This design comes from an exercise in tuning for small area, a short achievable clock period and few clock cycles on the open sky130 flow, not from production work.
Only simulation tests tie the RTL to the original design; equivalence was not proved.

==> flow/design.v (outline; a module is shown in full before it is edited, if it fits) <==
// module ce_exec: 417 lines
// module ce_fma: 1953 lines
module ce_exec (
    input  wire        clk,
    input  wire        rst,
    input  wire        in_valid,
    input  wire [31:0] in_instr,
    output wire        in_ready,
    output reg         wb_valid,
    output reg  [3:0]  wb_reg,
    output reg  [23:0] wb_data
);
  // ...
==> flow/run.sh <==
#!/bin/bash
# synth_recipe.tcl (not shown) runs the flow's synth.tcl, then flattens the netlist and writes it again
# the make line also repeats each setting of config.mk as NAME=value (left out here)
make -C /OpenROAD-flow-scripts/flow DESIGN_CONFIG=/design/flow/config.mk WORK_HOME=/design/flow/orfs CLKGATE_MAP_FILE= SYNTH_SCRIPT=/design/flow/synth_recipe.tcl finish
==> flow/config.mk <==
export PLATFORM = sky130hd
export DESIGN_NAME = ce_exec
export DESIGN_NICKNAME = ce_exec
export VERILOG_FILES = /design/flow/design.v
export SDC_FILE = /design/flow/constraint.sdc
export NUM_CORES = 4
export LEC_CHECK = 0
export ABC_AREA = 1
export CAP_MARGIN = 40
export CORE_MARGIN = 2
export CORE_UTILIZATION = 40
export PLACE_DENSITY = 0.6
export SLEW_MARGIN = 30
==> flow/constraint.sdc <==
create_clock -name core_clock -period 16.0 [get_ports {clk}]
set_input_delay 3.2000 -clock core_clock [delete_from_list [all_inputs] [get_ports {clk}]]
set_output_delay 3.2000 -clock core_clock [all_outputs]
set_load 0.01 [all_outputs]
==> results.json, run 1 <==
{
  "finalSetupViolCount": 0,
  "dp_slack_ps": 7900,
  "slew_headroom": 0.358,
  "cts_buffers": 100,
  "tns_ps": 0,
  "cts_resized": 0,
  "fin_cells": 10050,
  "mostFrequentLayoutCell": "nand2_1",
  "synth.avg_cell_area_um2": 8.29,
  "ys_warn_count": 3,
  "r2r-start": "c_fctmp",
  "holdPathEnd": "wb_reg[2]",
  "grt_pass1_wl_mm": 409,
  "synth_top_cell_by_area": "edfxtp_1",
  "seq_cell_count": 878,
  "crit_end": "aovf[1]",
  "largest_registers": "w x384, acc x192, tmp x49",
  "inv_count": 1077,
  "drv_slew": 0,
  "clkCellAreaFrac": 0.0473,
  "ys.flop_type": "edfxtp_1",
  "fp.dieW_um": 406,
  "status": "complete, no violations",
  "path_max_fanout": 35,
  "clk_pin_slew_worst_paths_ps": 70,
  "fin_util": 0.447,
  "top_register": "w",
  "drtAntennaViolNets": 0,
  "via_per_inst": 6.00,
  "vias": 60271,
  "critPathKind": "register to register",
  "ys_types": 69,
  "max_freq_mhz": 121,
  "wl_met3_mm": 33.2,
  "wl_mm": 290,
  "largest_cell_class": "multi-input gates"
}
Testbench counts, summed over its fixed seeds: cycles 33,731.
==> run 2: changes to the inputs <==
--- a/flow/config.mk
+++ b/flow/config.mk
@@ -10,4 +10,4 @@
 export CORE_MARGIN = 2
 export CORE_UTILIZATION = 40
 export PLACE_DENSITY = 0.6
-export SLEW_MARGIN = 30
+export SLEW_MARGIN = 80
==> results.json, run 2 <==
{
  "drive_above_1_share": 0.169,
  "first_pass_iters": 8,
  "core-area_um2": 161000,
  "critPathSlowestCell": "clkdlybuf4s50_1",
  "path_max_fanout": 23,
  "synthTopCellsByCount": "nand2_1, inv_1, edfxtp_1, nand3_1, nor2_1",
  "grt_max_degree": 49,
  "ys.flop_type": "edfxtp_1",
  "end_kind": "register",
  "post_cts_buffers": 0,
  "synth_area_leaders": "edfxtp_1, nand2_1, fa_1",
  "crit_path_start": "ir[12]",
  "rsz0062_at_grt": "no",
  "rows": 147,
  "cts_buffer_depth": 3,
  "cts_root_buffer": "clkbuf_16",
  "ys_seq_elements": 878,
  "skew_ps": 86.7,
  "r2r_cells": 38,
  "grtUsageTotal": 0.349,
  "grt_overflow_total": 0,
  "avgRoutedWirePerCell_um": 28.4,
  "initial_core_util": 0.402,
  "io_buffers": 64,
  "crit_end": "flags[2]",
  "io_pins": 65,
  "clk_pin_slew_worst_paths_ps": 60,
  "drv_slew": 0,
  "synthCells": 7794,
  "hpwl_mm": 222,
  "slew_headroom": 0.772,
  "mostFrequentLayoutCell": "nand2_1",
  "postCtsHoldBufs": 0,
  "crit_required_ps": 16670,
  "synth_nets": 8360,
  "cts_resized": 0,
  "max_stage_delay_ps": 570,
  "tns_ps": 0,
  "vias": 61527,
  "tritoncts": "yes",
  "cts-htree-levels": 3,
  "worst_pin_slew_ps": 340,
  "fp.dieW_um": 406,
  "fin_cells": 10313,
  "dpl-instance-area_um2": 75100,
  "finalSetupViolCount": 0,
  "min_period_ps": 7600,
  "top_register": "w",
  "layout_common_cells": "nand2_1, inv_1, edfxtp_1, nand3_1, nor2_1",
  "largest_registers": "w x384, acc x192, tmp x49",
  "area_growth_pct": 23.1,
  "drtAntennaViolNets": 0,
  "r2r_slack_ps": 8400,
  "crit_top_cell": "nand2_1",
  "ys_types": 69,
  "critPathKind": "register to register",
  "synthArstFlopShare": 0,
  "synth_top_area_frac": 0.327,
  "grt_pass1_vias": 59188,
  "synthesis.area_um2": 64600,
  "synth_top_cell_by_area": "edfxtp_1",
  "fill_cells": 14803,
  "synth-edff-count": 704,
  "fin_crit_sh": 0.475,
  "largest_reg_flops": 384,
  "die-area_um2": 165000,
  "cts_sinks": 878,
  "rr_endpoint": "flags[2]",
  "globalplace.congestion": 1.05,
  "cts_buffers": 98,
  "status": "complete, no violations",
  "fin_nets": 8624,
  "r2r-start": "ir[12]",
  "place_inst": 10091,
  "grt_pass1_wl_mm": 415,
  "finalHoldViolCount": 0,
  "ys_warn_count": 3,
  "fp.dieH_um": 406,
  "wl_mm": 293,
  "clock_latency_ps": 790,
  "cp.arrival_ps": 8270,
  "max_freq_mhz": 132,
  "synth.avg_cell_area_um2": 8.29,
  "hold_class": "register to register",
  "post-synth-top-count-cell": "nand2_1",
  "setup.worst_path.start_class": "register",
  "antenna_found_initial": 12,
  "seq_area_frac_synth": 0.381,
  "drt-initial-drc-count": 8236,
  "max_cap_violations": 0,
  "fin_area_um2": 79500,
  "via_per_inst": 5.97,
  "drcViolationCount": 0
}
-- run 2: changes by cell type in the layout (fill, tap and decap cells not counted), moves of 48 or more --
| cell | delta |
|---|---|
| o21ai_0 | -118 |
| inv_1 | -100 |
| buf_2 | +87 |
| buf_4 | -81 |
| a21oi_1 | -74 |
| nor2_1 | -64 |
| nand2_1 | -57 |
| buf_6 | +55 |
| a21oi_2 | +48 |
| buf_8 | +48 |
-- run 2: worst min path at each step --
stage               startpoint         to  slack (ps)  cells after the start
detailed placement    e2_rd[2]  wb_reg[2]         400                      0
CTS                   e2_rd[3]  wb_reg[3]         410                      0
global placement      e2_rd[3]  wb_reg[3]         380                      0
global route          e2_rd[3]  wb_reg[3]         420                      0
finish                e2_rd[3]  wb_reg[3]         410                      0
floorplan             e2_rd[0]  wb_reg[0]         330                      0
-- run 2: cell families (layout without fill, tap and decap cells) --
family | count (synthesis) | after routing | synth area share
buffers and inverters | 1453 | 1802 | 0.0882
muxes | 3 | 3 | 0.000465
DFF | 878 | 878 | 0.381
adders and majority gates | 531 | 531 | 0.135
xor gates and xnor gates | 453 | 453 | 0.0614
other | 0 | 10 | 0
and+or+nand+nor | 2884 | 2884 | 0.190
AOI/OAI and AO/OA | 1592 | 1592 | 0.145
-- run 2: final cells by class --
cell class              count  area (µm²)  area share
clock buffers             119        2580      0.0325
multi-input cells        5463       38300       0.481
inverters                1077        4350      0.0547
flip-flops and latches    878       24700       0.311
diodes                     10        25.0    0.000315
clock inverters            66        1010      0.0128
repair buffers            540        5830      0.0733
well taps                2160        2700      0.0340
-- run 2: critical path, delay by kind of cell (launching register included) --
kind                       cells  cell delay [ps]
AOI/OAI and AO/OA              9             1450
adders and majority gates      4             1740
buffers and inverters         12             2210
DFF                            1              480
and+or+nand+nor               13             1610
-- run 2: routing by layer --
metal | routed length [µm] | vias up | global-route usage
met4 | 22200 | 8 | 0.224
met2 | 126000 | 3942 | 0.524
met1 | 111000 | 29700 | 0.447
li1 | - | 26988 | -
met3 | 34100 | 889 | 0.0898
met5 | 65 | - | 0
-- run 2: metrics by stage --
step	hold slack, ps	setup slack (ps)	utilization
after floorplan	329	9440	-
after global placement	384	7980	0.422
after detailed placement	403	8430	0.468
after CTS	409	8360	0.490
after global routing	422	7820	0.495
final	410	8400	0.495
==> module ce_exec, before the edit <==
module ce_exec (
    input  wire        clk,
    input  wire        rst,
    input  wire        in_valid,
    input  wire [31:0] in_instr,
    output wire        in_ready,
    output reg         wb_valid,
    output reg  [3:0]  wb_reg,
    output reg  [23:0] wb_data
);
    localparam [5:0] OP_NOP  = 6'h00, OP_LDI  = 6'h03, OP_MOV  = 6'h04,
                     OP_MOVS = 6'h05, OP_ADD  = 6'h08, OP_SUB  = 6'h09,
                     OP_ABS  = 6'h0A, OP_SHF  = 6'h0B, OP_MUL  = 6'h0C,
                     OP_MAC  = 6'h0D, OP_MSU  = 6'h0E, OP_MVA  = 6'h0F,
                     OP_DIV  = 6'h10, OP_PARK = 6'h16, OP_MINS = 6'h1A,
                     OP_MAXS = 6'h1B, OP_FCLR = 6'h2C;
    localparam integer DK = 2;
    localparam integer NI = 24 / DK;
    reg [23:0] w   [0:15];
    reg [47:0] acc [0:3];     
    reg [3:0]  aovf;
    reg [5:0]  flags;
    reg [2:0]  win;           
    reg        rdy;           
    reg        e1_v;          
    reg        e1_stale;      
    reg        e1_last;       
    reg [3:0]  e1_step;
    reg [31:0] ir;
    reg [23:0] opa, opb;
    reg [23:0] opm;           
    reg        d_neg, d_sat;
    reg        c_bsel, c_one, c_two, c_sub, c_abs, c_fcacc, c_fcb, c_park, c_addsub;
    reg        c_fctmp;       
    reg        c_first;       
    reg        c_second;      
    reg        c_third;       
    reg        c_div;         
    reg [11:0] b_one, b_two, b_neg;    
    reg        e2_we;
    reg [3:0]  e2_rd;
    reg [4:0]  e2_t;
    reg        e2_nm, e2_wrap, e2_force;
    reg        e2_divq;       
    reg [1:0]  e2_fk;         
    reg [1:0]  e2_movs;       
    reg [48:0] tmp;
    wire div_early;
    wire e1_done = e1_last | div_early;      
    wire e1_take = rdy | div_early;          
    reg        f_v;
    reg [31:0] f_ir;
    assign in_ready = !f_v | e1_take;
    wire accept = f_v & e1_take;
    function automatic is_mm(input [5:0] o);
        is_mm = (o == OP_MINS) || (o == OP_MAXS);
    endfunction
    function automatic [3:0] last_step(input [31:0] x);
        case (x[31:26])
            OP_PARK:          last_step = 4'd3;
            OP_DIV:           last_step = NI;
            OP_MINS, OP_MAXS: last_step = {2'b00, x[13:12]};     
            default:          last_step = 4'd0;
        endcase
    endfunction
    function automatic [7:0] src_addr(input [31:0] x);
        reg [3:0] a, b;
        begin
            a = x[21:18];
            b = x[17:14];
            case (x[31:26])
                OP_PARK:          src_addr = {a, b + 4'd1};
                OP_MINS, OP_MAXS: src_addr = {a, a + 4'd1};
                default:          src_addr = {a, b};
            endcase
        end
    endfunction
    function automatic reads_reg(input [31:0] x, input [3:0] r);
        reg [3:0] a, b;
        reg [4:0] da;
        begin
            a = x[21:18];
            b = x[17:14];
            da = {1'b0, r} - {1'b0, a};
            case (x[31:26])
                OP_MOV, OP_ABS, OP_SHF: reads_reg = (r == a);
                OP_ADD, OP_SUB, OP_MUL, OP_MAC, OP_MSU, OP_DIV:
                    reads_reg = (r == a) || (r == b);
                OP_PARK: reads_reg = (r == a) || (r == a + 4'd1) || (r == b) || (r == b + 4'd1);
                OP_MINS, OP_MAXS: reads_reg = !da[4] && (da[3:0] <= {1'b0, x[13:11]});
                default: reads_reg = 1'b0;
            endcase
        end
    endfunction
    function automatic writes_reg(input [5:0] o);
        case (o)
            OP_LDI, OP_MOV, OP_MOVS, OP_ADD, OP_SUB, OP_ABS, OP_SHF, OP_MUL,
            OP_MVA, OP_DIV, OP_PARK, OP_MINS, OP_MAXS: writes_reg = 1'b1;
            default: writes_reg = 1'b0;
        endcase
    endfunction
    wire [5:0] op   = ir[31:26];
    wire [3:0] rd   = ir[25:22];
    wire [3:0] ra   = ir[21:18];
    wire [3:0] rb   = ir[17:14];
    wire [1:0] rk   = ir[13:12];
    wire [3:0] sh   = ir[3:0];
    wire       bit11 = ir[11];
    wire       e1_work = e1_v & !e1_stale;
    wire o_mul  = (op == OP_MUL);
    wire o_mac  = (op == OP_MAC);
    wire o_msu  = (op == OP_MSU);
    wire o_mva  = (op == OP_MVA);
    wire o_park = (op == OP_PARK);
    wire o_add  = (op == OP_ADD);
    wire o_sub  = (op == OP_SUB);
    wire o_abs  = (op == OP_ABS);
    wire o_mov  = (op == OP_MOV);
    wire o_shf  = (op == OP_SHF);
    wire o_ldi  = (op == OP_LDI);
    wire o_movs = (op == OP_MOVS);
    wire o_div  = (op == OP_DIV);
    wire o_mm   = is_mm(op);
    wire o_fclr = (op == OP_FCLR);
    wire signed [5:0] shf_raw = ir[5:0];
    wire signed [5:0] shf_n = (shf_raw > 6'sd23) ? 6'sd23 :
                              (shf_raw < -6'sd23) ? -6'sd23 : shf_raw;
    wire shf_left = !shf_n[5];
    wire [4:0] shf_t = shf_left ? (5'd23 - shf_n[4:0]) : (5'd0 - shf_n[4:0]);
    reg  [3:0] addr1, addr2;
    always @(*) begin
        if (e1_take)
            {addr1, addr2} = src_addr(f_ir);
        else if (e1_stale)
            {addr1, addr2} = src_addr(ir);
        else if (o_park) begin
            case (e1_step[1:0])
                2'd0:    {addr1, addr2} = {ra + 4'd1, rb};
                2'd1:    {addr1, addr2} = {ra + 4'd1, rb + 4'd1};
                default: {addr1, addr2} = {ra, rb};
            endcase
        end else begin
            addr1 = ra + {e1_step[2:0], 1'b0} + 4'd2;
            addr2 = ra + {e1_step[2:0], 1'b0} + 4'd3;
        end
    end
    wire [23:0] e2_val;
    wire        bypass = e1_take | e1_stale;
    wire [23:0] rp1 = (bypass && e2_we && e2_rd == addr1) ? e2_val : w[addr1];
    wire [23:0] rp2 = (bypass && e2_we && e2_rd == addr2) ? e2_val : w[addr2];
    wire [23:0] ldi_imm = f_ir[21] ? {f_ir[20:0], 3'b000}
                                   : {{3{f_ir[20]}}, f_ir[20:0]};
    wire [47:0] acc_r = acc[rk];
    wire [47:0] acc_k = aovf[rk] ? {!acc_r[47], {47{acc_r[47]}}} : acc_r;
    reg  [48:0] fc;
    always @(*) begin
        if (c_fcacc)
            fc = {acc_k[47], acc_k};
        else if (c_fctmp)
            fc = tmp;
        else if (c_fcb)
            fc = {{25{opa[23]}}, opa};
        else
            fc = 49'd0;
    end
    wire [48:0] fr;
    ce_fma u_fma (.a(opm), .bone(b_one), .btwo(b_two), .bneg(b_neg), .c(fc), .r(fr));
    wire        mac_ovf = fr[48] ^ fr[47];
    wire        mm_max = op[0];
    wire [23:0] mm_t  = tmp[23:0];
    wire        mm_zv = ({e1_step[1:0], 1'b1} <= ir[13:11]);
    wire        mm_yt = mm_max ? ($signed(opa) > $signed(mm_t)) : ($signed(opa) < $signed(mm_t));
    wire        mm_zt = mm_max ? ($signed(opb) > $signed(mm_t)) : ($signed(opb) < $signed(mm_t));
    wire        mm_zy = mm_max ? ($signed(opb) > $signed(opa))  : ($signed(opb) < $signed(opa));
    wire        mm_ysel = c_first | mm_yt;            
    wire        mm_zb = mm_zv & (mm_ysel ? mm_zy : mm_zt);
    wire [23:0] mm_m2 = mm_zb ? opb : mm_ysel ? opa : mm_t;
    wire [2:0]  mm_p2 = mm_zb ? {e1_step[1:0], 1'b1} :
                        mm_ysel ? {e1_step[1:0], 1'b0} : win;
    wire [23:0] div_ub   = opb[23] ? -opb : opb;
    reg [23:0] dv_rem, dv_lo;
    reg [24:0] dv_s;
    reg [25:0] dv_t;
    integer j;
    always @(*) begin
        dv_rem = tmp[47:24];
        dv_lo  = tmp[23:0];
        for (j = 0; j < DK; j = j + 1) begin
            dv_s   = {dv_rem, dv_lo[23]};
            dv_t   = {1'b0, dv_s} - {2'b0, opa};
            dv_rem = dv_t[25] ? dv_s[23:0] : dv_t[23:0];
            dv_lo  = {dv_lo[22:0], !dv_t[25]};
        end
    end
    wire        div_bz  = (opb == 24'd0);           
    wire        div_az  = (opa == 24'd0);
    wire        div_e0  = c_first & (div_bz | div_az);
    wire        div_e1  = c_third & d_sat;
    assign div_early = e1_work & o_div & (div_e0 | div_e1);
    wire [24:0] div_mag = div_e0 ? {div_bz & !div_az, 24'd0} : 25'h1000000;
    wire        div_nm  = div_e0 ? (div_bz & opa[23]) : d_neg;
    wire [48:0] e2_v = (e2_divq ? {25'd0, tmp[23:0]} : tmp) ^ {49{e2_nm}};
    wire [49:0] e2_u = {e2_v, e2_nm};
    wire [49:0] e2_sh = e2_u >> e2_t;
    wire [24:0] e2_lo = e2_sh[24:0];
    wire [22:0] e2_lowmask = ~({23{1'b1}} << e2_t);
    wire        e2_sticky = |(e2_u[22:0] & e2_lowmask);
    wire        e2_inc = e2_nm | !e2_v[48] | e2_sticky;
    wire [24:0] e2_hmask = {25{1'b1}} << e2_t;           
    wire        e2_hi0 = ((e2_u[49:25] & e2_hmask) == 25'd0);
    wire        e2_hi1 = ((~e2_u[49:25] & e2_hmask) == 25'd0);
    wire [25:0] e2_s = {1'b0, e2_lo} + {25'd0, e2_inc};
    wire        e2_ovf = !((e2_hi0 & (e2_s[25:24] == 2'b00)) | (e2_hi1 & (e2_s[25] | e2_s[24])));
    wire        e2_sat = !e2_wrap & e2_ovf;
    assign e2_val = (e2_movs == 2'd1) ? {18'd0, flags} :
                    (e2_movs == 2'd2) ? {21'd0, win} :
                    e2_sat ? {e2_v[48], {23{!e2_v[48]}}} : e2_s[24:1];
    wire        e2_flag = e2_we & !e2_wrap & (e2_ovf | e2_force);
    wire [5:0]  e2_fset = !e2_flag ? 6'd0 :
                          (e2_fk == 2'd0) ? 6'b000001 :
                          (e2_fk == 2'd1) ? 6'b000010 :
                          (e2_fk == 2'd2) ? 6'b000100 : 6'b010000;
    wire        last_now = e1_done;
    reg         n_we, n_nm, n_wrap, n_force, n_divq;
    reg  [3:0]  n_rd;
    reg  [4:0]  n_t;
    reg  [1:0]  n_fk, n_movs;
    always @(*) begin
        n_we    = 1'b0;
        n_rd    = rd;
        n_t     = 5'd0;
        n_nm    = 1'b0;
        n_divq  = 1'b0;
        n_wrap  = 1'b0;
        n_force = 1'b0;
        n_fk    = 2'd0;
        n_movs  = 2'd0;
        case (op)
            OP_LDI, OP_MOV: begin n_we = 1'b1; n_wrap = 1'b1; end
            OP_MOVS: begin n_we = 1'b1; n_wrap = 1'b1; n_movs = (ir[2:0] == 3'd3) ? 2'd2 : 2'd1; end
            OP_ADD, OP_SUB: begin n_we = 1'b1; n_wrap = bit11; end
            OP_ABS: n_we = 1'b1;
            OP_SHF: begin n_we = 1'b1; n_t = shf_t; end
            OP_MUL: begin n_we = 1'b1; n_t = 5'd23 - {1'b0, sh}; n_fk = 2'd1; end
            OP_MVA: begin n_we = 1'b1; n_t = 5'd23 - {1'b0, sh}; n_fk = 2'd2; end
            OP_PARK: begin
                n_we = e1_step[0];
                n_rd = e1_step[1] ? rd + 4'd1 : rd;
                n_t  = 5'd23;
            end
            OP_DIV: begin
                n_we = last_now;
                n_nm = div_nm;
                n_divq = !div_e0 & !div_e1;
                n_fk = (c_first & div_bz) ? 2'd3 : 2'd1;
                n_force = c_first & div_bz;
            end
            OP_MINS, OP_MAXS: begin n_we = last_now; n_wrap = 1'b1; end
            default: ;
        endcase
        n_we = n_we & e1_work;
    end
    wire [5:0] iop = f_ir[31:26];
    wire n_bsel  = (iop == OP_MUL) | (iop == OP_MAC) | (iop == OP_MSU) | (iop == OP_PARK);
    wire n_shl   = (iop == OP_SHF) & !f_ir[5];
    wire n_shr   = (iop == OP_SHF) & f_ir[5];
    wire n_one   = (iop == OP_ADD) | (iop == OP_SUB) | (iop == OP_ABS) | (iop == OP_MOV) | n_shr;
    wire n_sub   = (iop == OP_MSU) | (iop == OP_SUB);
    wire n_fcacc = ((iop == OP_MAC) | (iop == OP_MSU)) & !f_ir[11] | (iop == OP_MVA);
    wire n_fcb   = (iop == OP_ADD) | (iop == OP_SUB) | (iop == OP_LDI);
    reg nc_bsel, nc_one, nc_two, nc_sub, nc_div;
    reg [3:0] nc_sh;
    always @(*) begin
        nc_bsel = c_bsel;
        nc_one  = c_one;
        nc_two  = c_two;
        nc_sub  = c_sub;
        nc_div  = c_div;
        nc_sh   = sh;
        if (e1_take) begin
            nc_div  = (iop == OP_DIV);
            nc_sh   = f_ir[3:0];
            nc_bsel = n_bsel;
            nc_one  = n_one;
            nc_two  = n_shl;
            nc_sub  = n_sub | ((iop == OP_ABS) & rp1[23]);
        end else if (e1_stale) begin
            if (c_abs) nc_sub = rp1[23];
        end else if (e1_v & !e1_done) begin
            nc_sub = c_park & nstep[0] & (nstep[1] ^ bit11);
        end
    end
    reg [11:0] nb_one, nb_two, nb_neg;
    reg        bl;
    integer q;
    always @(*) begin
        for (q = 0; q < 12; q = q + 1) begin
            bl = (q == 0) ? 1'b0 : rp2[2*q-1];
            nb_one[q] = nc_bsel ? (rp2[2*q] ^ bl) : (nc_one && q == 0);
            nb_two[q] = nc_bsel ? ((rp2[2*q+1] & !rp2[2*q] & !bl) | (!rp2[2*q+1] & rp2[2*q] & bl))
                                : (nc_two && q == 11);
            nb_neg[q] = (nc_bsel & rp2[2*q+1]) ^ nc_sub;
            if (nc_div) begin
                nb_one[q] = (q == ((5'd23 - nc_sh) >> 1)) & nc_sh[0];  
                nb_two[q] = (q == ((5'd23 - nc_sh) >> 1)) & !nc_sh[0];
                nb_neg[q] = rp1[23];
            end
        end
    end
    wire [3:0] nstep = e1_step + 4'd1;
    wire [3:0] wsel  = e2_rd;
    wire [23:0] w_d  = rst ? 24'd0 : e2_val;
    wire [47:0] a_d  = rst ? 48'd0 : fr[47:0];
    wire        mac_we = e1_work & (o_mac | o_msu);
    wire        stale_hit = e1_v & writes_reg(op) & reads_reg(f_ir, o_park ? rd + 4'd1 : rd);
    integer i;
    always @(posedge clk) begin
        for (i = 0; i < 16; i = i + 1)
            if (rst || (e2_we && wsel == i)) w[i] <= w_d;
        for (i = 0; i < 4; i = i + 1)
            if (rst || (mac_we && rk == i)) begin
                acc[i]  <= a_d;
                aovf[i] <= !rst & mac_ovf;
            end
        wb_reg  <= e2_rd;
        wb_data <= e2_val;
        if (e1_work & o_div & !e1_done) begin
            if (c_first) opa <= div_ub;
        end else
            opa <= (e1_take & (iop == OP_LDI)) ? ldi_imm : rp1;
        opm <= (e1_take ? ((iop == OP_ADD) | (iop == OP_SUB)) : c_addsub) ? rp2 : rp1;
        opb <= rp2;
        c_sub <= nc_sub;
        c_div <= nc_div;
        b_one <= nb_one;
        b_two <= nb_two;
        b_neg <= nb_neg;
        if (o_div & (!c_first | div_e0))
            tmp <= (div_e0 | div_e1) ? {24'd0, div_mag} : {1'b0, dv_rem, dv_lo};
        else if (o_mm)
            tmp <= {{25{mm_m2[23]}}, mm_m2};
        else
            tmp <= fr;
        if (e1_work & o_div & c_second)
            d_sat <= (tmp[47:24] >= opa);
        if (e1_work & o_div & c_first) begin
            d_neg <= opa[23] ^ opb[23];
        end
        e2_rd    <= n_rd;
        e2_t     <= n_t;
        e2_nm    <= n_nm;
        e2_divq  <= n_divq;
        e2_wrap  <= n_wrap;
        e2_force <= n_force;
        e2_fk    <= n_fk;
        e2_movs  <= n_movs;
        if (in_valid & in_ready)
            f_ir <= in_instr;
        if (rst) begin
            f_v      <= 1'b0;
            flags    <= 6'd0;
            win      <= 3'd0;
            rdy      <= 1'b1;
            e1_v     <= 1'b0;
            e1_stale <= 1'b0;
            e1_last  <= 1'b0;
            e2_we    <= 1'b0;
            wb_valid <= 1'b0;
        end else begin
            wb_valid <= e2_we;
            e2_we    <= n_we;
            if (in_valid & in_ready) f_v <= 1'b1;
            else if (accept)         f_v <= 1'b0;
            flags <= ((flags | e2_fset) & ~((e1_work & o_fclr) ? ir[5:0] : 6'd0)) |
                     {3'b000, mac_we & mac_ovf, 2'b00};
            if (e1_work & o_mm) win <= mm_p2;
            if (accept) begin
                ir       <= f_ir;
                c_bsel   <= n_bsel;
                c_one    <= n_one;
                c_two    <= n_shl;
                c_abs    <= (iop == OP_ABS);
                c_fcacc  <= n_fcacc;
                c_fcb    <= n_fcb;
                c_addsub <= (iop == OP_ADD) | (iop == OP_SUB);
                c_park   <= (iop == OP_PARK);
                c_fctmp  <= 1'b0;
                c_first  <= 1'b1;
                c_second <= 1'b0;
                c_third  <= 1'b0;
                e1_v     <= 1'b1;
                e1_step  <= 4'd0;
                e1_stale <= stale_hit;
                e1_last  <= (last_step(f_ir) == 4'd0);
                rdy      <= !stale_hit && (last_step(f_ir) == 4'd0);
            end else if (e1_v) begin
                if (e1_stale) begin
                    e1_stale <= 1'b0;
                    rdy      <= e1_last;
                end else if (e1_done) begin
                    e1_v <= 1'b0;
                    rdy  <= 1'b1;
                end else begin
                    e1_step <= nstep;
                    c_first <= 1'b0;
                    c_second <= c_first;
                    c_third  <= c_second;
                    c_fctmp <= c_park & nstep[0];
                    e1_last <= (nstep == last_step(ir));
                    rdy     <= (nstep == last_step(ir));
                end
            end else begin
                rdy <= 1'b1;
            end
        end
    end
endmodule
==> run 3: changes to the inputs <==
--- a/flow/design.v
+++ b/flow/design.v
@@ -30,13 +30,14 @@
     reg [23:0] opa, opb;
     reg [23:0] opm;           
     reg        d_neg, d_sat;
-    reg        c_bsel, c_one, c_two, c_sub, c_abs, c_fcacc, c_fcb, c_park, c_addsub;
+    reg        c_bsel, c_one, c_two, c_sub, c_abs, c_park, c_addsub;
     reg        c_fctmp;       
     reg        c_first;       
     reg        c_second;      
     reg        c_third;       
     reg        c_div;         
     reg [11:0] b_one, b_two, b_neg;    
+    reg [48:0] cx;            
     reg        e2_we;
     reg [3:0]  e2_rd;
     reg [4:0]  e2_t;
@@ -150,19 +151,7 @@
     wire [23:0] rp2 = (bypass && e2_we && e2_rd == addr2) ? e2_val : w[addr2];
     wire [23:0] ldi_imm = f_ir[21] ? {f_ir[20:0], 3'b000}
                                    : {{3{f_ir[20]}}, f_ir[20:0]};
-    wire [47:0] acc_r = acc[rk];
-    wire [47:0] acc_k = aovf[rk] ? {!acc_r[47], {47{acc_r[47]}}} : acc_r;
-    reg  [48:0] fc;
-    always @(*) begin
-        if (c_fcacc)
-            fc = {acc_k[47], acc_k};
-        else if (c_fctmp)
-            fc = tmp;
-        else if (c_fcb)
-            fc = {{25{opa[23]}}, opa};
-        else
-            fc = 49'd0;
-    end
+    wire [48:0] fc = c_fctmp ? tmp : cx;
     wire [48:0] fr;
     ce_fma u_fma (.a(opm), .bone(b_one), .btwo(b_two), .bneg(b_neg), .c(fc), .r(fr));
     wire        mac_ovf = fr[48] ^ fr[47];
@@ -266,8 +255,6 @@
     wire n_shr   = (iop == OP_SHF) & f_ir[5];
     wire n_one   = (iop == OP_ADD) | (iop == OP_SUB) | (iop == OP_ABS) | (iop == OP_MOV) | n_shr;
     wire n_sub   = (iop == OP_MSU) | (iop == OP_SUB);
-    wire n_fcacc = ((iop == OP_MAC) | (iop == OP_MSU)) & !f_ir[11] | (iop == OP_MVA);
-    wire n_fcb   = (iop == OP_ADD) | (iop == OP_SUB) | (iop == OP_LDI);
     reg nc_bsel, nc_one, nc_two, nc_sub, nc_div;
     reg [3:0] nc_sh;
     always @(*) begin
@@ -307,12 +294,32 @@
             end
         end
     end
+    wire [31:0] x_ir  = e1_take ? f_ir : ir;
+    wire [5:0]  x_op  = x_ir[31:26];
+    wire [1:0]  x_k   = x_ir[13:12];
+    wire [47:0] x_accr = acc[x_k];
+    wire [47:0] x_acc = aovf[x_k] ? {!x_accr[47], {47{x_accr[47]}}} : x_accr;
+    reg  [48:0] ncx;
+    always @(*) begin
+        if (!(e1_take | e1_stale))
+            ncx = 49'd0;
+        else if (((x_op == OP_MAC) | (x_op == OP_MSU)) & !x_ir[11] | (x_op == OP_MVA))
+            ncx = {x_acc[47], x_acc};
+        else if ((x_op == OP_ADD) | (x_op == OP_SUB))
+            ncx = {{25{rp1[23]}}, rp1};
+        else if (x_op == OP_LDI)
+            ncx = {{25{ldi_imm[23]}}, ldi_imm};
+        else
+            ncx = 49'd0;
+    end
+    wire acc_hit = e1_v & (o_mac | o_msu) & (f_ir[13:12] == rk) &
+                   ((((iop == OP_MAC) | (iop == OP_MSU)) & !f_ir[11]) | (iop == OP_MVA));
     wire [3:0] nstep = e1_step + 4'd1;
     wire [3:0] wsel  = e2_rd;
     wire [23:0] w_d  = rst ? 24'd0 : e2_val;
     wire [47:0] a_d  = rst ? 48'd0 : fr[47:0];
     wire        mac_we = e1_work & (o_mac | o_msu);
-    wire        stale_hit = e1_v & writes_reg(op) & reads_reg(f_ir, o_park ? rd + 4'd1 : rd);
+    wire        stale_hit = e1_v & writes_reg(op) & reads_reg(f_ir, o_park ? rd + 4'd1 : rd) | acc_hit;
     integer i;
     always @(posedge clk) begin
         for (i = 0; i < 16; i = i + 1)
@@ -331,6 +338,7 @@
         opm <= (e1_take ? ((iop == OP_ADD) | (iop == OP_SUB)) : c_addsub) ? rp2 : rp1;
         opb <= rp2;
         c_sub <= nc_sub;
+        cx    <= ncx;
         c_div <= nc_div;
         b_one <= nb_one;
         b_two <= nb_two;
@@ -380,8 +388,6 @@
                 c_one    <= n_one;
                 c_two    <= n_shl;
                 c_abs    <= (iop == OP_ABS);
-                c_fcacc  <= n_fcacc;
-                c_fcb    <= n_fcb;
                 c_addsub <= (iop == OP_ADD) | (iop == OP_SUB);
                 c_park   <= (iop == OP_PARK);
                 c_fctmp  <= 1'b0;
--- a/flow/config.mk
+++ b/flow/config.mk
@@ -10,4 +10,4 @@
 export CORE_MARGIN = 2
 export CORE_UTILIZATION = 40
 export PLACE_DENSITY = 0.6
-export SLEW_MARGIN = 80
+export SLEW_MARGIN = 30
==> results.json, run 3 <==
{
  "rows": 149,
  "post-synth-top-count-cell": "nand2_1",
  "via_per_inst": 6.03,
  "synthSimpleGateAreaFrac": 0.196,
  "fp.dieW_um": 411,
  "synth_nets": 8489,
  "grtUsageTotal": 0.342,
  "r2r-start": "b_neg[2]",
  "seqCellArea_um2": 25500,
  "finalHoldViolCount": 0,
  "cp.arrival_ps": 8970,
  "synthCells": 7923,
  "tns_ps": 0,
  "synth_top_family_by_area": "simple AND/OR/NAND/NOR gates",
  "max_cap_violations": 0,
  "slew_headroom": 0.338,
  "rsz0062_at_grt": "no",
  "initial_core_util": 0.402,
  "crit_required_ps": 16420,
  "top_layer_used": "met5",
  "fin_nets": 8507,
  "drtAntennaViolNets": 0,
  "largest_reg_flops": 384,
  "ys_warn_count": 3,
  "io_buffers": 64,
  "hp-start": "f_ir[24]",
  "synthArstFlopShare": 0,
  "finalSetupViolCount": 0,
  "clk_pin_slew_worst_paths_ps": 60,
  "drive_above_1_share": 0.0802,
  "io_pins": 65,
  "fin_util": 0.448,
  "largest_registers": "w x384, acc x192, tmp x49",
  "setup.worst_path.start_class": "register",
  "synth-edff-count": 702,
  "fp.dieH_um": 411,
  "die-area_um2": 169000,
  "critPathSlowestCell": "clkinv_1",
  "hpwl_mm": 216,
  "grt_pass1_wl_mm": 419,
  "globalplace.congestion": 1.04,
  "end_kind": "register",
  "wl_met3_mm": 32.7,
  "synth.avg_cell_area_um2": 8.38,
  "crit_top_cell": "fa_1",
  "synth_area_leaders": "edfxtp_1, nand2_1, fa_1",
  "cts_resized": 0,
  "muxShareOfSynthArea": 0.00332,
  "synthesis.area_um2": 66400,
  "cts_buffer_depth": 3,
  "layout_common_cells": "nand2_1, inv_1, edfxtp_1, nand3_1, nor2_1",
  "area_growth_pct": 11.3,
  "fin_crit_sh": 0.535,
  "seq_area_frac_synth": 0.384,
  "synth_xor_area_frac": 0.0601,
  "top_register": "w",
  "clock_latency_ps": 790,
  "min_period_ps": 8560,
  "skew_ps": 67.2,
  "avgRoutedWirePerCell_um": 28.9,
  "worst_pin_slew_ps": 983,
  "wl_mm": 296,
  "multi_input_area_um2": 35600,
  "ys_seq_elements": 924,
  "rr_endpoint": "acc[0][42]",
  "synth_top_cell_by_area": "edfxtp_1",
  "cts_root_buffer": "clkbuf_16",
  "drv_slew": 0,
  "path_max_fanout": 14,
  "drcViolationCount": 0,
  "postCtsHoldBufs": 0,
  "drt-initial-drc-count": 8990,
  "antenna_found_initial": 18,
  "vias": 61638,
  "synthTopCellsByCount": "nand2_1, inv_1, edfxtp_1, nor2_1, nand3_1",
  "hold_class": "register to register",
  "max_stage_delay_ps": 890,
  "route.layer.met1.wl_mm": 114,
  "ys_types": 74,
  "cts-htree-levels": 3,
  "r2r_cells": 21,
  "first_pass_iters": 21,
  "holdPathEnd": "ir[24]",
  "cts_buffers": 103,
  "core-area_um2": 165000,
  "critPathKind": "register to register",
  "grt_pass1_vias": 58506,
  "path_cells": "clkinv_1, xor2_1, fa_1, fa_1, inv_1, fa_1, fa_1, inv_1, fa_1, inv_1, ha_1, a21oi_1, a21boi_1, o21ai_0, a21boi_0, o21ai_0, a21boi_0, o21ai_0, a21oi_1, xor2_1, nor2_1",
  "ys.flop_type": "edfxtp_1",
  "tritoncts": "yes",
  "met2_length_mm": 126,
  "synthAdderAreaFrac": 0.131,
  "synth_compound_area_frac": 0.142,
  "synth_top_area_frac": 0.318,
  "post_cts_buffers": 0,
  "max_freq_mhz": 117,
  "holdPathStages": 0,
  "grt_overflow_total": 0,
  "r2r_slack_ps": 7440,
  "cts_sinks": 924,
  "fill_cells": 16328,
  "mostFrequentLayoutCell": "nand2_1",
  "grt_max_degree": 58,
  "status": "complete, no violations"
}
## run 3: changes by cell type after synthesis, sizes merged, moves of 12 or more
cell and change:
dfxtp +48, o22ai -67, nor4 +13, a31oi +16, nor2 +40, a21oi -33, o31ai +12, nand2 +66
o21ai -18, inv -47, nor3 +13, o211ai +18
## run 3: through the flow
| stage | instance area (µm²) | hold slack, ps | worst slack [ps] | cells |
|---|---|---|---|---|
| floorplan | 66400 | 329 | 9580 | 7923 |
| global placement | 69500 | 404 | 7550 | 9955 |
| detailed placement | 70200 | 405 | 7520 | 10005 |
| CTS | 73700 | 419 | 7510 | 10199 |
| global route | 73900 | 423 | 6870 | 10220 |
| finish | 73900 | 418 | 7440 | 10225 |
## run 3: cell families after synthesis
| kind of cell | Yosys count |
|---|---|
| AOI/OAI and AO/OA | 1558 |
| muxes | 21 |
| xor gates and xnor gates | 455 |
| adders and majority gates | 531 |
| and+or+nand+nor | 3022 |
| DFF | 924 |
| buffers and inverters | 1412 |
## run 3: cell type report
| class | count | area share |
|---|---|---|
| Clock inverter | 52 | 0.00840 |
| Sequential cell | 924 | 0.345 |
| Multi-Input combinational cell | 5587 | 0.482 |
| Clock buffer | 142 | 0.0389 |
| Tap cell | 2189 | 0.0371 |
| Inverter | 1032 | 0.0524 |
| Timing Repair Buffer | 293 | 0.0355 |
| Antenna cell | 6 | 0.000203 |
## run 3: worst max-delay path by stage
stage / startpoint / end / cells past startpoint
after floorplan: rst / register / 7
after global placement: b_neg[2] / aovf[1] / 24
after detailed placement: b_neg[2] / aovf[3] / 23
after CTS: b_neg[2] / aovf[3] / 23
after global routing: b_neg[2] / aovf[3] / 23
final: b_neg[2] / acc[0][42] / 21
## run 3: routing by layer
layer  global-route usage  up-vias
met5                    0        -
met4                0.224       14
met3               0.0745      843
met2                0.511     3915
met1                0.446    29935
li1                     -    26931
## run 3: critical path, delay by kind of cell (launching register included)
| kind | cells | cell delay, ps |
|---|---|---|
| fa+ha+maj | 6 | 2880 |
| buf+inv | 4 | 1060 |
| simple gates | 1 | 130 |
| compound gates | 8 | 2630 |
| flops | 1 | 780 |
| xor+xnor | 2 | 740 |
Testbench counts of run 3, summed over its fixed seeds: cycles 33,847.
==> run 4: changes to the inputs <==
--- a/flow/config.mk
+++ b/flow/config.mk
@@ -10,4 +10,4 @@
 export CORE_MARGIN = 2
 export CORE_UTILIZATION = 40
 export PLACE_DENSITY = 0.6
-export SLEW_MARGIN = 30
+export SLEW_MARGIN = 70
==> results.json, run 4 <==
{
  "path_max_fanout": 23,
  "worst_pin_slew_ps": 541,
  "synthSimpleGateAreaFrac": 0.196,
  "met2_length_mm": 127,
  "ys_types": 74,
  "synth_top_cell_by_area": "edfxtp_1",
  "synth-edff-count": 702,
  "status": "complete, no violations",
  "wl_met3_mm": 32.2,
  "area_growth_pct": 13.7,
  "top_register": "w",
  "clk_pin_slew_worst_paths_ps": 60,
  "io_buffers": 64,
  "post-synth-top-count-cell": "nand2_1",
  "mostFrequentLayoutCell": "nand2_1",
  "min_period_ps": 7300,
  "synth_nets": 8489,
  "antenna_found_initial": 17,
  "timing.final.ws_setup_ps": 8700,
  "finalHoldViolCount": 0,
  "postCtsHoldBufs": 0,
  "synth_compound_area_frac": 0.142,
  "avgRoutedWirePerCell_um": 29.0,
  "fp.dieW_um": 411,
  "finalSetupViolCount": 0,
  "synth_top_family_by_area": "simple AND/OR/NAND/NOR gates",
  "fp.dieH_um": 411,
  "layout_common_cells": "nand2_1, inv_1, edfxtp_1, nand3_1, nor2_1",
  "hold_class": "register to register",
  "muxShareOfSynthArea": 0.00332,
  "synthArstFlopShare": 0,
  "cts_resized": 0,
  "post_cts_buffers": 0,
  "grtUsageTotal": 0.343,
  "grt_max_degree": 58,
  "globalplace.congestion": 1.04,
  "rows": 149,
  "tns_ps": 0,
  "fin_crit_sh": 0.456,
  "via_per_inst": 6.04,
  "drtAntennaViolNets": 0,
  "drv_slew": 0,
  "synthTopCellsByCount": "nand2_1, inv_1, edfxtp_1, nor2_1, nand3_1",
  "io_pins": 65,
  "synth.avg_cell_area_um2": 8.38,
  "fin_nets": 8485,
  "drt-initial-drc-count": 8350,
  "seq_area_frac_synth": 0.384,
  "route.layer.met1.wl_mm": 114,
  "holdWs_ps": 415,
  "synthAdderAreaFrac": 0.131,
  "fill_cells": 16034,
  "largest_reg_flops": 384,
  "drive_above_1_share": 0.112,
  "synth_top_area_frac": 0.318,
  "cts-htree-levels": 3,
  "first_pass_iters": 16,
  "tritoncts": "yes",
  "end_kind": "register",
  "ys_warn_count": 3,
  "setup.worst_path.start_class": "register",
  "cts_buffer_depth": 3,
  "vias": 61622,
  "drcViolationCount": 0,
  "top_layer_used": "met5",
  "cts_sinks": 924,
  "grt_overflow_total": 0,
  "max_freq_mhz": 137,
  "synthCells": 7923,
  "hpwl_mm": 216,
  "crit_required_ps": 16480,
  "cts_root_buffer": "clkbuf_16",
  "core-area_um2": 165000,
  "dpl-instance-area_um2": 71600,
  "synth_xor_area_frac": 0.0601,
  "slew_headroom": 0.637,
  "largest_registers": "w x384, acc x192, tmp x49",
  "wl_mm": 297,
  "r2r_slack_ps": 8700,
  "dp_slack_ps": 8820,
  "max_cap_violations": 0,
  "cp.arrival_ps": 7780,
  "ys_seq_elements": 924,
  "die-area_um2": 169000,
  "ys.flop_type": "edfxtp_1",
  "grt_pass1_vias": 58636,
  "skew_ps": 55.0,
  "critPathKind": "register to register",
  "rsz0062_at_grt": "no",
  "cts_buffers": 102,
  "initial_core_util": 0.402,
  "clock_latency_ps": 790,
  "grt_pass1_wl_mm": 420,
  "synth_area_leaders": "edfxtp_1, nand2_1, fa_1",
  "fin_area_um2": 75500,
  "synthesis.area_um2": 66400
}
[run 4: cell counts after synthesis]
Identical to the previous run, type by type.
[run 4: kinds of logic (layout without fill, tap and decap cells)]
family,after synthesis,in the layout
xor gates and xnor gates,455,455
DFF,924,924
muxes,21,21
AOI/OAI and AO/OA,1558,1558
other,0,10
and+or+nand+nor,3022,3022
adders and majority gates,531,531
buffers and inverters,1412,1497
[run 4: worst paths after layout]
check           start    endpoint  depth (start not counted)
min reg2reg  f_ir[25]      ir[25]                          0
min          f_ir[25]      ir[25]                          0
max reg2reg  b_one[3]  acc[1][45]                         26
max          b_one[3]  acc[1][45]                         26
[run 4: area by class of cell]
type | instances | area, µm² | share of cell area
multi-input cells | 5587 | 37000 | 0.491
flip-flops and latches | 924 | 25600 | 0.339
inverters | 1032 | 4030 | 0.0533
clock buffers | 133 | 2770 | 0.0367
well taps | 2189 | 2740 | 0.0363
repair buffers | 272 | 2540 | 0.0337
clock inverters | 60 | 753 | 0.00998
diodes | 10 | 25.0 | 0.000332
[run 4: layer usage]
metal	up-vias	track usage
li1	26927	-
met1	29766	0.443
met2	3987	0.511
met3	928	0.0795
met4	14	0.232
met5	-	0
[run 4: worst max-delay path, cell delays in order, from the launching register on]
cell	delay, ps
dfxtp_1	450
clkinv_2	380
o22ai_1	310
xor2_1	110
ha_1	300
inv_1	50
fa_1	540
inv_1	60
fa_1	440
fa_1	530
inv_1	70
fa_1	540
inv_1	40
ha_1	380
nand2_1	120
nor2_1	120
inv_1	50
o21bai_1	220
a21boi_0	210
o21ai_1	420
a21oi_1	210
o21ai_1	350
a21oi_1	170
o21ai_1	330
a21oi_1	130
xor2_1	320
nor2_1	130
[run 4: per-stage QoR]
step | cells | util
global route | 10197 | 0.457
CTS | 10187 | 0.456
floorplan | 7923 | -
finish | 10207 | 0.457
global placement | 9955 | 0.421
detailed placement | 9994 | 0.434
==> run 5: changes to the inputs <==
--- a/flow/config.mk
+++ b/flow/config.mk
@@ -10,4 +10,4 @@
 export CORE_MARGIN = 2
 export CORE_UTILIZATION = 40
 export PLACE_DENSITY = 0.6
-export SLEW_MARGIN = 70
+export SLEW_MARGIN = 60
==> results.json, run 5 <==
{
  "grt_overflow_total": 0,
  "fin_crit_sh": 0.487,
  "mostFrequentLayoutCell": "nand2_1",
  "cts_buffers": 101,
  "r2r_slack_ps": 8210,
  "drive_above_1_share": 0.0935,
  "io_buffers": 64,
  "tritoncts": "yes",
  "synthAdderAreaFrac": 0.131,
  "synth.avg_cell_area_um2": 8.38,
  "cts_resized": 0,
  "largest_registers": "w x384, acc x192, tmp x49",
  "rsz0062_at_grt": "no",
  "synthesis.area_um2": 66400,
  "grt_pass1_wl_mm": 419,
  "synth-edff-count": 702,
  "synthArstFlopShare": 0,
  "synth_area_leaders": "edfxtp_1, nand2_1, fa_1",
  "synth_top_cell_by_area": "edfxtp_1",
  "ys.flop_type": "edfxtp_1",
  "crit_top_cell": "fa_1",
  "post-synth-top-count-cell": "nand2_1",
  "ys_warn_count": 3,
  "slew_headroom": 0.563,
  "vias": 61168,
  "synthCells": 7923,
  "cts_buffer_depth": 3,
  "worst_pin_slew_ps": 655,
  "end_kind": "register",
  "synth_compound_area_frac": 0.142,
  "post_cts_buffers": 0,
  "setup.worst_path.start_class": "register",
  "synthTopCellsByCount": "nand2_1, inv_1, edfxtp_1, nor2_1, nand3_1",
  "die-area_um2": 169000,
  "avgRoutedWirePerCell_um": 29.1,
  "max_cap_violations": 0,
  "drtAntennaViolNets": 0,
  "fin_util": 0.449,
  "synth_xor_area_frac": 0.0601,
  "globalplace.congestion": 1.04,
  "cts_root_buffer": "clkbuf_16",
  "path_max_fanout": 14,
  "skew_ps": 50.9,
  "drt-initial-drc-count": 8845,
  "dp_slack_ps": 8170,
  "muxShareOfSynthArea": 0.00332,
  "synthSimpleGateAreaFrac": 0.196,
  "largest_reg_flops": 384,
  "wl_mm": 296,
  "critPathSlowestCell": "dfxtp_2",
  "ys_types": 74,
  "hpwl_mm": 214,
  "finalHoldViolCount": 0,
  "initial_core_util": 0.402,
  "synth_nets": 8489,
  "max_stage_delay_ps": 570,
  "min_period_ps": 7790,
  "core-area_um2": 165000,
  "ys_seq_elements": 924,
  "timing.final.ws_setup_ps": 8210,
  "fin_nets": 8449,
  "drcViolationCount": 0,
  "grt_max_degree": 58,
  "rows": 149,
  "io_pins": 65,
  "path_cells": "clkinv_2, xor2_1, fa_1, fa_1, inv_1, fa_1, fa_1, inv_1, fa_1, inv_1, ha_1, a21oi_1, a21boi_1, o21ai_0, a21boi_0, o21ai_0, a21boi_1, o21ai_0, a21oi_1, xor2_1, nor2_1",
  "finalSetupViolCount": 0,
  "fp.dieH_um": 411,
  "drv_slew": 0,
  "cts_sinks": 924,
  "status": "complete, no violations",
  "synth_top_family_by_area": "simple AND/OR/NAND/NOR gates",
  "antenna_found_initial": 17,
  "fp.dieW_um": 411,
  "tns_ps": 0,
  "critPathKind": "register to register",
  "max_freq_mhz": 128,
  "grt_pass1_vias": 58298,
  "holdWs_ps": 417,
  "via_per_inst": 6.02,
  "layout_common_cells": "nand2_1, inv_1, edfxtp_1, nand3_1, nor2_1",
  "seq_area_frac_synth": 0.384,
  "area_growth_pct": 11.5,
  "clk_pin_slew_worst_paths_ps": 60,
  "first_pass_iters": 10,
  "postCtsHoldBufs": 0,
  "cp.arrival_ps": 8260,
  "hold_class": "register to register",
  "synth_top_area_frac": 0.318,
  "top_register": "w",
  "crit_required_ps": 16480,
  "grtUsageTotal": 0.342,
  "clock_latency_ps": 790,
  "cts-htree-levels": 3,
  "fill_cells": 16297
}
==> run 5: metrics by stage <==
step / std cells / area [µm²]
4_1_cts: 10158 / 73700
6_report: 10168 / 74000
3_3_place_gp: 9955 / 69500
3_5_place_dp: 9967 / 70400
5_1_grt: 10161 / 74000
2_1_floorplan: 7923 / 66400
==> run 5: routing by layer <==
| layer | global-route usage | wire [µm] | vias to the layer above |
|---|---|---|---|
| met1 | 0.445 | 114000 | 29517 |
| li1 | - | - | 26803 |
| met4 | 0.222 | 23100 | 12 |
| met2 | 0.514 | 126000 | 3915 |
| met5 | 0 | 77 | - |
| met3 | 0.0742 | 32100 | 921 |
==> run 5: path summary, 6_finish.rpt <==
check | from | cells after the start | to
max reg2reg | b_neg[2] | 21 | acc[3][42]
max | b_neg[2] | 21 | acc[3][42]
min | f_ir[23] | 0 | ir[23]
min reg2reg | f_ir[23] | 0 | ir[23]
==> run 5: critical path: cells and delay by family (launching register included) <==
family          cells  cell delay (ps)
buf+inv             4              630
xor+xnor            2              640
simple gates        1              130
flops               1              570
fa+ha+maj           6             2890
compound gates      8             2630
==> run 5: kinds of logic (layout without fill, tap and decap cells) <==
family / count (synthesis) / after routing
adder cells (fa/ha/maj): 531 / 531
multiplexers: 21 / 21
AND/OR/NAND/NOR: 3022 / 3022
buffers and inverters: 1412 / 1460
AO/OA/AOI/OAI: 1558 / 1558
other: 0 / 8
flip-flops: 924 / 924
XOR/XNOR: 455 / 455
==> run 5: layout make-up <==
| cell class | instances | area [µm²] | area share |
|---|---|---|---|
| clock buffer | 127 | 2690 | 0.0363 |
| multi-input combinational | 5587 | 36300 | 0.491 |
| inverter | 1032 | 3910 | 0.0529 |
| tap | 2189 | 2740 | 0.0370 |
| sequential | 924 | 25600 | 0.345 |
| antenna | 8 | 20.0 | 0.000271 |
| clock inverter | 64 | 707 | 0.00955 |
| timing repair buffer | 237 | 2080 | 0.0281 |
==> run 6: changes to the inputs <==
--- a/flow/config.mk
+++ b/flow/config.mk
@@ -10,4 +10,4 @@
 export CORE_MARGIN = 2
 export CORE_UTILIZATION = 40
 export PLACE_DENSITY = 0.6
-export SLEW_MARGIN = 60
+export SLEW_MARGIN = 65
==> results.json, run 6 <==
{
  "status": "complete, no violations",
  "first_pass_iters": 8,
  "crit_required_ps": 16510,
  "ys_warn_count": 3,
  "fin_nets": 8464,
  "drive_above_1_share": 0.0986,
  "seq_area_frac_synth": 0.384,
  "cts_buffers": 102,
  "path_max_fanout": 14,
  "synth_nets": 8489,
  "dp_slack_ps": 8420,
  "synth-edff-count": 702,
  "tns_ps": 0,
  "max_freq_mhz": 131,
  "drv_slew": 0,
  "avgRoutedWirePerCell_um": 29.1,
  "hpwl_mm": 215,
  "antenna_found_initial": 14,
  "initial_core_util": 0.402,
  "largest_reg_flops": 384,
  "synthCells": 7923,
  "skew_ps": 66.2,
  "max_stage_delay_ps": 570,
  "grt_pass1_wl_mm": 420,
  "cp_top_family": "adder cells",
  "core-area_um2": 165000,
  "finalHoldViolCount": 0,
  "fp.dieW_um": 411,
  "synth_top_area_frac": 0.318,
  "grt_max_degree": 58,
  "tritoncts": "yes",
  "mostFrequentLayoutCell": "nand2_1",
  "top_register": "w",
  "clock_latency_ps": 780,
  "synthArstFlopShare": 0,
  "drt-initial-drc-count": 8808,
  "holdWs_ps": 420,
  "postCtsHoldBufs": 0,
  "max_cap_violations": 0,
  "grtUsageTotal": 0.343,
  "setup.worst_path.start_class": "register",
  "critPathSlowestCell": "dfxtp_2",
  "via_per_inst": 6.04,
  "synthTopCellsByCount": "nand2_1, inv_1, edfxtp_1, nor2_1, nand3_1",
  "post_cts_buffers": 0,
  "synth_top_cell_by_area": "edfxtp_1",
  "cp.arrival_ps": 8140,
  "synth.avg_cell_area_um2": 8.38,
  "die-area_um2": 169000,
  "synth_area_leaders": "edfxtp_1, nand2_1, fa_1",
  "globalplace.congestion": 1.04,
  "critPathKind": "register to register",
  "vias": 61507,
  "rsz0062_at_grt": "no",
  "hold_class": "register to register",
  "io_pins": 65,
  "path_cells": "clkinv_2, xor2_1, fa_1, fa_1, inv_1, fa_1, fa_1, inv_1, fa_1, inv_1, ha_1, nand2_1, nor2_1, inv_1, o21ai_0, a21boi_1, o21ai_0, a21boi_0, o21ai_1, a31o_2, xor2_2, nor2_1, nor3_1",
  "path_buf_inv": 5,
  "rows": 149,
  "largest_registers": "w x384, acc x192, tmp x49",
  "io_buffers": 64,
  "cts_root_buffer": "clkbuf_16",
  "ys_types": 74,
  "finalSetupViolCount": 0,
  "min_period_ps": 7630,
  "area_growth_pct": 12.2,
  "drtAntennaViolNets": 0,
  "cts-htree-levels": 3,
  "layout_common_cells": "nand2_1, inv_1, edfxtp_1, nand3_1, nor2_1",
  "ys.flop_type": "edfxtp_1",
  "fill_cells": 16110,
  "clk_pin_slew_worst_paths_ps": 60,
  "end_kind": "register",
  "ys_seq_elements": 924,
  "grt_pass1_vias": 58425,
  "synthesis.area_um2": 66400,
  "cts_sinks": 924,
  "cts_resized": 0,
  "post-synth-top-count-cell": "nand2_1",
  "fin_crit_sh": 0.477,
  "slew_headroom": 0.606,
  "worst_pin_slew_ps": 590,
  "dpl-instance-area_um2": 70900,
  "drcViolationCount": 0,
  "grt_overflow_total": 0,
  "crit_top_cell": "fa_1",
  "cts_buffer_depth": 3,
  "fin_area_um2": 74500,
  "fp.dieH_um": 411,
  "timing.final.ws_setup_ps": 8370,
  "wl_mm": 296
}
## run 6: changes by cell type in the layout (fill, tap and decap cells not counted), sizes merged
cell           delta
clkinv           -23
clkbuf           +34
buf              +13
clkinvlp          -2
clkdlybuf4s15     +1
clkdlybuf4s18     -1
bufinv            -6
inv               -6
diode             -2
## run 6: path summary, 6_finish.rpt
kind | startpoint | to | slack, ps | cells after the start
worst max-delay path | b_neg[2] | aovf[3] | 8370 | 23
worst max register to register | b_neg[2] | aovf[3] | 8370 | 23
worst min-delay path | f_ir[24] | ir[24] | 420 | 0
worst min register to register | f_ir[24] | ir[24] | 420 | 0
## run 6: layer usage
metal  wire (µm)  GRT usage
met2      127000      0.510
met1      114000      0.447
met3       32400     0.0753
met5          51          0
met4       23200      0.229
## run 6: cell families (layout without fill, tap and decap cells)
logic type | after synthesis | after routing | synth area share
simple gates | 3022 | 3022 | 0.196
compound gates | 1558 | 1558 | 0.142
buf+inv | 1412 | 1470 | 0.0835
flops | 924 | 924 | 0.384
fa+ha+maj | 531 | 531 | 0.131
xor+xnor | 455 | 455 | 0.0601
mux | 21 | 21 | 0.00332
other cells | 0 | 6 | 0
## run 6: cell type report
type / instances / area, µm² / area share
multi-input combinational: 5587 / 36600 / 0.491
clock inverter: 27 / 364 / 0.00489
antenna: 6 / 15.0 / 0.000202
clock buffer: 160 / 2990 / 0.0402
timing repair buffer: 251 / 2300 / 0.0309
inverter: 1032 / 3960 / 0.0531
tap: 2189 / 2740 / 0.0368
sequential: 924 / 25600 / 0.343
## run 6: metrics by stage
stage | std cells | utilization
5_1_grt | 10171 | 0.451
3_5_place_dp | 9978 | 0.430
3_3_place_gp | 9955 | 0.421
6_report | 10176 | 0.452
4_1_cts | 10165 | 0.450
2_1_floorplan | 7923 | -
==> run 7: changes to the inputs <==
--- a/flow/config.mk
+++ b/flow/config.mk
@@ -10,4 +10,4 @@
 export CORE_MARGIN = 2
 export CORE_UTILIZATION = 40
 export PLACE_DENSITY = 0.6
-export SLEW_MARGIN = 65
+export SLEW_MARGIN = 75
==> results.json, run 7 <==
{
  "max_freq_mhz": 144,
  "fin_nets": 8556,
  "synth-edff-count": 702,
  "synthesis.area_um2": 66400,
  "top_register": "w",
  "hpwl_mm": 217,
  "worst_pin_slew_ps": 417,
  "rsz0062_at_grt": "no",
  "seq_area_frac_synth": 0.384,
  "synth_nets": 8489,
  "post-synth-top-count-cell": "nand2_1",
  "globalplace.congestion": 1.04,
  "critPathSlowestCell": "fa_1",
  "synth_top_area_frac": 0.318,
  "status": "complete, no violations",
  "synthArstFlopShare": 0,
  "cp.depth": 22,
  "vias": 62210,
  "r2r_cells": 22,
  "avgRoutedWirePerCell_um": 28.9,
  "hold_class": "register to register",
  "drive_above_1_share": 0.133,
  "largest_reg_flops": 384,
  "cp_top_family": "adder cells",
  "mostFrequentLayoutCell": "nand2_1",
  "finalSetupViolCount": 0,
  "wl_mm": 297,
  "cts_sinks": 924,
  "ys_seq_elements": 924,
  "io_pins": 65,
  "fp.dieH_um": 411,
  "slew_headroom": 0.720,
  "synthTopCellsByCount": "nand2_1, inv_1, edfxtp_1, nor2_1, nand3_1",
  "tritoncts": "yes",
  "end_kind": "register",
  "path_cells": "inv_4, o22ai_1, xor2_1, ha_1, fa_1, inv_1, fa_1, inv_1, fa_1, fa_1, fa_1, ha_1, a21oi_1, inv_1, a31oi_1, a21boi_2, o21ai_1, a21boi_2, o21ai_0, a21oi_1, xor2_1, nor2_1",
  "cp.arrival_ps": 7430,
  "drt-initial-drc-count": 9280,
  "cts_root_buffer": "clkbuf_16",
  "grtUsageTotal": 0.344,
  "synth.avg_cell_area_um2": 8.38,
  "drtAntennaViolNets": 0,
  "min_period_ps": 6960,
  "core-area_um2": 165000,
  "synthCells": 7923,
  "cts-htree-levels": 3,
  "setup.worst_path.start_class": "register",
  "skew_ps": 47.0,
  "first_pass_iters": 8,
  "area_growth_pct": 15.9,
  "grt_pass1_vias": 59019,
  "die-area_um2": 169000,
  "antenna_found_initial": 12,
  "tns_ps": 0,
  "ys_warn_count": 3,
  "ys_types": 74,
  "timing.final.ws_setup_ps": 9040,
  "largest_registers": "w x384, acc x192, tmp x49",
  "crit_top_cell": "fa_1",
  "initial_core_util": 0.402,
  "clock_latency_ps": 770,
  "critPathKind": "register to register",
  "layout_common_cells": "nand2_1, inv_1, edfxtp_1, nand3_1, nor2_1",
  "r2r-start": "b_one[8]",
  "max_cap_violations": 0,
  "clk_pin_slew_worst_paths_ps": 80,
  "cts_buffer_depth": 3,
  "post_cts_buffers": 0,
  "grt_overflow_total": 0,
  "path_buf_inv": 4,
  "max_stage_delay_ps": 530,
  "r2r_slack_ps": 9040,
  "grt_max_degree": 53,
  "dp_slack_ps": 9140,
  "crit_path_start": "b_one[8]",
  "finalHoldViolCount": 0,
  "fin_util": 0.466,
  "crit_end": "acc[1][42]",
  "synth_area_leaders": "edfxtp_1, nand2_1, fa_1",
  "postCtsHoldBufs": 0,
  "cts_resized": 0,
  "path_max_fanout": 23,
  "via_per_inst": 6.06,
  "fp.dieW_um": 411,
  "rows": 149,
  "io_buffers": 64,
  "cts_buffers": 102,
  "crit_required_ps": 16470,
  "rr_endpoint": "acc[1][42]",
  "drv_slew": 0,
  "grt_pass1_wl_mm": 422,
  "fin_crit_sh": 0.435,
  "ys.flop_type": "edfxtp_1",
  "synth_top_cell_by_area": "edfxtp_1",
  "holdWs_ps": 418,
  "drcViolationCount": 0
}
run 7: changes by cell type in the layout (fill, tap and decap cells not counted), sizes merged:
cell,before,now
clkdlybuf4s18,0,4
clkbuf,164,153
buf,183,257
clkdlybuf4s15,1,2
clkinv,41,55
diode,6,8
inv,1014,1025
bufinv,3,4
run 7: how the worst min path moves through the flow:
stage | start | endpoint | cells past startpoint | slack (ps)
after CTS | f_ir[25] | ir[25] | 0 | 420
final | f_ir[22] | ir[22] | 0 | 420
after floorplan | e2_rd[1] | wb_reg[1] | 0 | 330
after global routing | f_ir[25] | ir[25] | 0 | 420
after detailed placement | f_ir[22] | ir[22] | 0 | 410
after global placement | f_ir[25] | ir[25] | 0 | 400
run 7: worst register-to-register path, cell delays in order, from the launching register on:
cell,delay [ps]
dfxtp_1,490
inv_4,210
o22ai_1,270
xor2_1,180
ha_1,260
fa_1,510
inv_1,60
fa_1,530
inv_1,70
fa_1,450
fa_1,520
fa_1,490
ha_1,400
a21oi_1,160
inv_1,80
a31oi_1,150
a21boi_2,400
o21ai_1,210
a21boi_2,370
o21ai_0,200
a21oi_1,190
xor2_1,370
nor2_1,140
run 7: logic make-up (layout without fill, tap and decap cells):
logic type	count (synthesis)	after routing	share of synthesized area
and+or+nand+nor	3022	3022	0.196
AOI/OAI and AO/OA	1558	1558	0.142
buffers and inverters	1412	1564	0.0835
DFF	924	924	0.384
adders and majority gates	531	531	0.131
xor gates and xnor gates	455	455	0.0601
muxes	21	21	0.00332
other	0	8	0
run 7: metal layers:
layer / wire, µm / global-route usage / share of wire / up-vias
met5: 79 / 0 / 0.00027 / -
li1: - / - / - / 27046
met2: 126000 / 0.513 / 0.42 / 4085
met3: 32200 / 0.0686 / 0.11 / 915
met4: 24400 / 0.232 / 0.082 / 12
met1: 115000 / 0.452 / 0.39 / 30152
run 7: final cells by class:
cell class,count,area [µm²]
timing repair buffer,343,3430
inverter,1032,4080
antenna,8,20.0
clock buffer,136,2780
clock inverter,53,513
sequential,924,25600
fill,15889,88100
tap,2189,2740
multi-input combinational,5587,37700
run 7: per-stage QoR:
stage | instances | instance area (µm²)
final | 10272 | 76900
after global routing | 10265 | 76900
after CTS | 10236 | 76400
after detailed placement | 10047 | 73100
after global placement | 9955 | 69500
after floorplan | 7923 | 66400

[afterwards: timing with drivers on the ports]
How much do the figures lean on ideal ports? The routed layouts below were timed once more, with nothing changed but the port constraints. Step 1: set_driving_cell puts a clkbuf_16 on clk and a buf_2 on each other input, an assumption about the parent block. Step 2 adds t to the input delays and takes it off the output delays; t is the mean of the earliest and latest rising clock arrival at the registers after step 1. Input paths then give back, and output paths get back, about the clock's delay inside the block. a / b / c = ideal / step 1 / step 2; a / b = the first two.
run	shift t [ns]	setup WS [ns]	worst data-port slew with drivers (ns)
run 1	0.819	7.744 / 7.744 / 7.744	0.07
run 2	0.831	8.396 / 8.396 / 8.396	0.06
run 3	0.840	7.444 / 7.444 / 7.444	0.05
run 4	0.840	8.700 / 8.700 / 8.700	0.05
run 5	0.847	8.213 / 8.213 / 8.213	0.05
run 6	0.832	8.366 / 8.366 / 8.366	0.05
run 7	0.834	9.040 / 9.040 / 9.040	0.05
After both steps setup and hold are still met in every run listed.
